From an optimization exercise on the open Yosys and OpenROAD flow, aimed at small area, a short achievable clock period and few clock cycles per item; shortcuts taken in it are not production practice. RTL that was checked went through simulation tests only; none was proved equivalent to the original.

== south ==
==> flow/design.v (excerpt) <==
module warp_offset (
    input  wire         clk,
    input  wire         rst,
    input  wire         in_valid,
    output wire         in_ready,
    input  wire [14:0]  in_x,
    input  wire [23:0]  in_row,
    input  wire [23:0]  in_rows,
    input  wire [7:0]   in_pitch,
    input  wire [7:0]   in_beam_slow,
    input  wire [7:0]   in_facet_slow,
    input  wire [7:0]   in_slip,
    input  wire [7:0]   in_scr_w_m1,
    input  wire [7:0]   in_scr_h_m1,
    input  wire [7:0]   in_scr_x0,
    input  wire [7:0]   in_scr_y0,
    output wire [7:0]   node_addr_a,
    output wire [7:0]   node_addr_b,
    input  wire [15:0]  node_data_a,
    input  wire [15:0]  node_data_b,
    output wire [24:0]  src_row_a,
    output wire [24:0]  src_row_b,
    output wire [14:0]  src_col,
    input  wire [7:0]   src_data_a,
    input  wire [7:0]   src_data_b,
    output wire [15:0]  scr_cell,
    input  wire [119:0] scr_data,
    output wire         out_valid,
    input  wire         out_ready,
    output wire [15:0]  out_offset,
    output wire         out_clamp,
    output wire [24:0]  out_ra,
    output wire [4:0]   out_w,
    output wire [24:0]  out_rn,
    output wire [7:0]   out_c,
    output wire [3:0]   out_level
);
export LEC_CHECK = 0
export CAP_MARGIN = 20
export CORE_MARGIN = 2
export CORE_UTILIZATION = 40
export PLACE_DENSITY = 0.6
export SETUP_SLACK_MARGIN = 5
export SLEW_MARGIN = 20
create_clock -name core_clock -period 14.0 [get_ports {clk}]
run.sh (not shown) runs the stock make flow with config.mk's settings and CLKGATE_MAP_FILE= SYNTH_SCRIPT=/design/flow/synth_recipe.tcl, a recipe that flattens the netlist after the stock synthesis.
Inputs modified between south and middle:
Settings: SETUP_SLACK_MARGIN: 5 -> unset.
[summary]
middle went all the way through synthesis, placement and routing and the layout is clean on timing, DRC and antenna.
Between south and middle, the flow reports routed wire length per instance decreasing slightly.
As of middle, final instance area had fallen by a few percent compared to south.
On final critical path time including I/O delays and setup: between south and middle, it ends up higher for middle.
Sort south and middle by overall global routing resource usage asc -> top: middle
No functional check of the RTL was part of any run of this note.

---

Another version of the RTL of warp_offset (not shown whole).
For scale: roughly 480 I/O pins, ~120,000 um^2 of cells after synthesis.
Design warp_offset, start of the top module:
module warp_offset (
    input  wire         clk,
    input  wire         rst,
    input  wire         in_valid,
    output wire         in_ready,
    input  wire [14:0]  in_x,
    input  wire [23:0]  in_row,
    input  wire [23:0]  in_rows,
    input  wire [7:0]   in_pitch,
    input  wire [7:0]   in_beam_slow,
    input  wire [7:0]   in_facet_slow,
    input  wire [7:0]   in_slip,
    input  wire [7:0]   in_scr_w_m1,
    input  wire [7:0]   in_scr_h_m1,
    input  wire [7:0]   in_scr_x0,
    input  wire [7:0]   in_scr_y0,
    output wire [7:0]   node_addr_a,
    output wire [7:0]   node_addr_b,
    input  wire [15:0]  node_data_a,
    input  wire [15:0]  node_data_b,
    output wire [24:0]  src_row_a,
    output wire [24:0]  src_row_b,
    output wire [14:0]  src_col,
    input  wire [7:0]   src_data_a,
    input  wire [7:0]   src_data_b,
    output wire [15:0]  scr_cell,
    input  wire [119:0] scr_data,
    output wire         out_valid,
    input  wire         out_ready,
    output wire [15:0]  out_offset,
    output wire         out_clamp,
    output wire [24:0]  out_ra,
    output wire [4:0]   out_w,
    output wire [24:0]  out_rn,
    output wire [7:0]   out_c,
    output wire [3:0]   out_level
);
    reg v1;
    reg v2;
    reg v3;
    reg v4;
    reg v5;
    reg v6;
    reg v7;
    reg v8;
    reg v9;
    reg v10;
    reg v11;
    reg v12;
    reg v13;
    reg v14;
    reg v15;
    reg v16;
    reg v17;
    reg v18;
    reg v19;
    reg v20;
    reg v21;
    reg v22;
    reg  sv;         
    reg  hv;         
    wire adv    = ~sv;
    wire o_free = ~v22 | out_ready;
    wire o_load = sv ? out_ready : o_free;
    wire s_load = ~sv & ~o_free;
    assign in_ready  = adv;
    assign out_valid = v22;
    always @(posedge clk) begin
        if (rst) begin
            v1 <= 1'b0; v2 <= 1'b0; v3 <= 1'b0; v4 <= 1'b0; v5 <= 1'b0; v6 <= 1'b0; v7 <= 1'b0; v8 <= 1'b0; v9 <= 1'b0; v10 <= 1'b0; v11 <= 1'b0; v12 <= 1'b0; v13 <= 1'b0; v14 <= 1'b0; v15 <= 1'b0; v16 <= 1'b0; v17 <= 1'b0; v18 <= 1'b0; v19 <= 1'b0; v20 <= 1'b0; v21 <= 1'b0; v22 <= 1'b0;
            sv <= 1'b0;
            hv <= 1'b0;
        end else begin
            hv <= sv;
            if (sv) begin
                if (out_ready) begin
  ...
Settings: LEC_CHECK=0, CAP_MARGIN=20, CORE_MARGIN=2, CORE_UTILIZATION=55, CTS_CLUSTER_DIAMETER=120, CTS_CLUSTER_SIZE=30, PLACE_DENSITY=0.7, SLEW_MARGIN=20; clock period 14.0 ns.
standard.sh (not shown) runs the stock make flow with config.mk's settings and CLKGATE_MAP_FILE= SYNTH_SCRIPT=/design/flow/synth_recipe.tcl, a recipe that flattens the netlist after the stock synthesis.
==> flow/flow/run.sh <==
#!/bin/bash
# The standard layout, with ORFS's timing repair aimed at a tighter
# setup target than the clock period (the SDC itself is unchanged).
# Gate cloning is off so that no register is duplicated.
set -euo pipefail
bash standard.sh SETUP_SLACK_MARGIN=9.4 SKIP_GATE_CLONING=1 finish > standard_make.log 2>&1
Testbench counts at the start, summed over its fixed seeds: cycles 1,776, items 1,600.
Next try:
CTS_CLUSTER_DIAMETER = default   (was 120)
CTS_CLUSTER_SIZE = default   (was 30)
What happened: Design area increases by a few percent; worst setup slack gains 0.033 ns; synthesized cell count is unchanged; synthesized area is unchanged.

---

warp_offset, a different RTL version from the one above (not shown whole).
For scale: roughly 2600 flip-flops, roughly 480 I/O pins, roughly 120000 um^2 of cells after synthesis.
Settings: LEC_CHECK=0, CAP_MARGIN=20, CORE_MARGIN=2, CORE_UTILIZATION=55, CTS_CLUSTER_DIAMETER=100, CTS_CLUSTER_SIZE=24, PLACE_DENSITY=0.7, SLEW_MARGIN=20; clock period 14.0 ns.
Scripts as last shown in full above: flow/flow/run.sh
Testbench counts at the start, summed over its fixed seeds: cycles 1,776, items 1,600.
Next try:
==> flow/flow/run.sh (replaced) <==
#!/bin/bash
# The standard layout, with ORFS's timing repair aimed at a tighter
# setup target than the clock period (the SDC itself is unchanged).
# Gate cloning is off so that no register is duplicated.
set -euo pipefail
bash standard.sh SETUP_SLACK_MARGIN=9.8 SKIP_GATE_CLONING=1 finish > standard_make.log 2>&1
--- a/flow/config.mk
+++ b/flow/config.mk
@@ -11,4 +11,4 @@
 export CTS_CLUSTER_DIAMETER = 100
 export CTS_CLUSTER_SIZE = 24
-export PLACE_DENSITY = 0.7
+export PLACE_DENSITY = 0.75
 export SLEW_MARGIN = 20
The new run finished with timing, DRC and antenna clean.
Utilization came out higher by 1.9 points.
Worst hold slack gets worse by 0.0048 ns.
Routed wire length came out higher by 5.7%.

separate check: timing with driven ports:
In the flow no input, the clock included, has a driving cell. The finished layouts below were timed again as built, in two steps.
Step 1 sets driving cells, clkbuf_16 on the clock port and buf_2 on the other inputs (assumed; they add their load-dependent delay and slew).
Step 2 times the ports against the registers' clock, not the clock port: input delays grow and output delays shrink by t, the midpoint of the rising clock arrivals with the driver on.
Three values: ideal ports, drivers, drivers and shift; two values: the first two.
run	t (ns)	setup slack, ns	pins driven straight from the clock port
south	0.855	2.787 / 2.703 / 3.066	1
middle	0.862	0.939 / 0.856 / 1.718	1
the first run of note 2	0.853	8.678 / 8.678 / 8.573	1
the second run of note 2	0.979	8.711 / 8.711 / 8.402	1
the first run of note 3	0.877	9.089 / 9.018 / 8.269	1
the second run of note 3	0.893	9.095 / 9.095 / 8.347	1
After both steps every run listed still meets setup and hold. For the first run of note 3, which loses most, drivers alone change the setup slack by -0.071 ns; drivers and shift together by -0.820 ns.
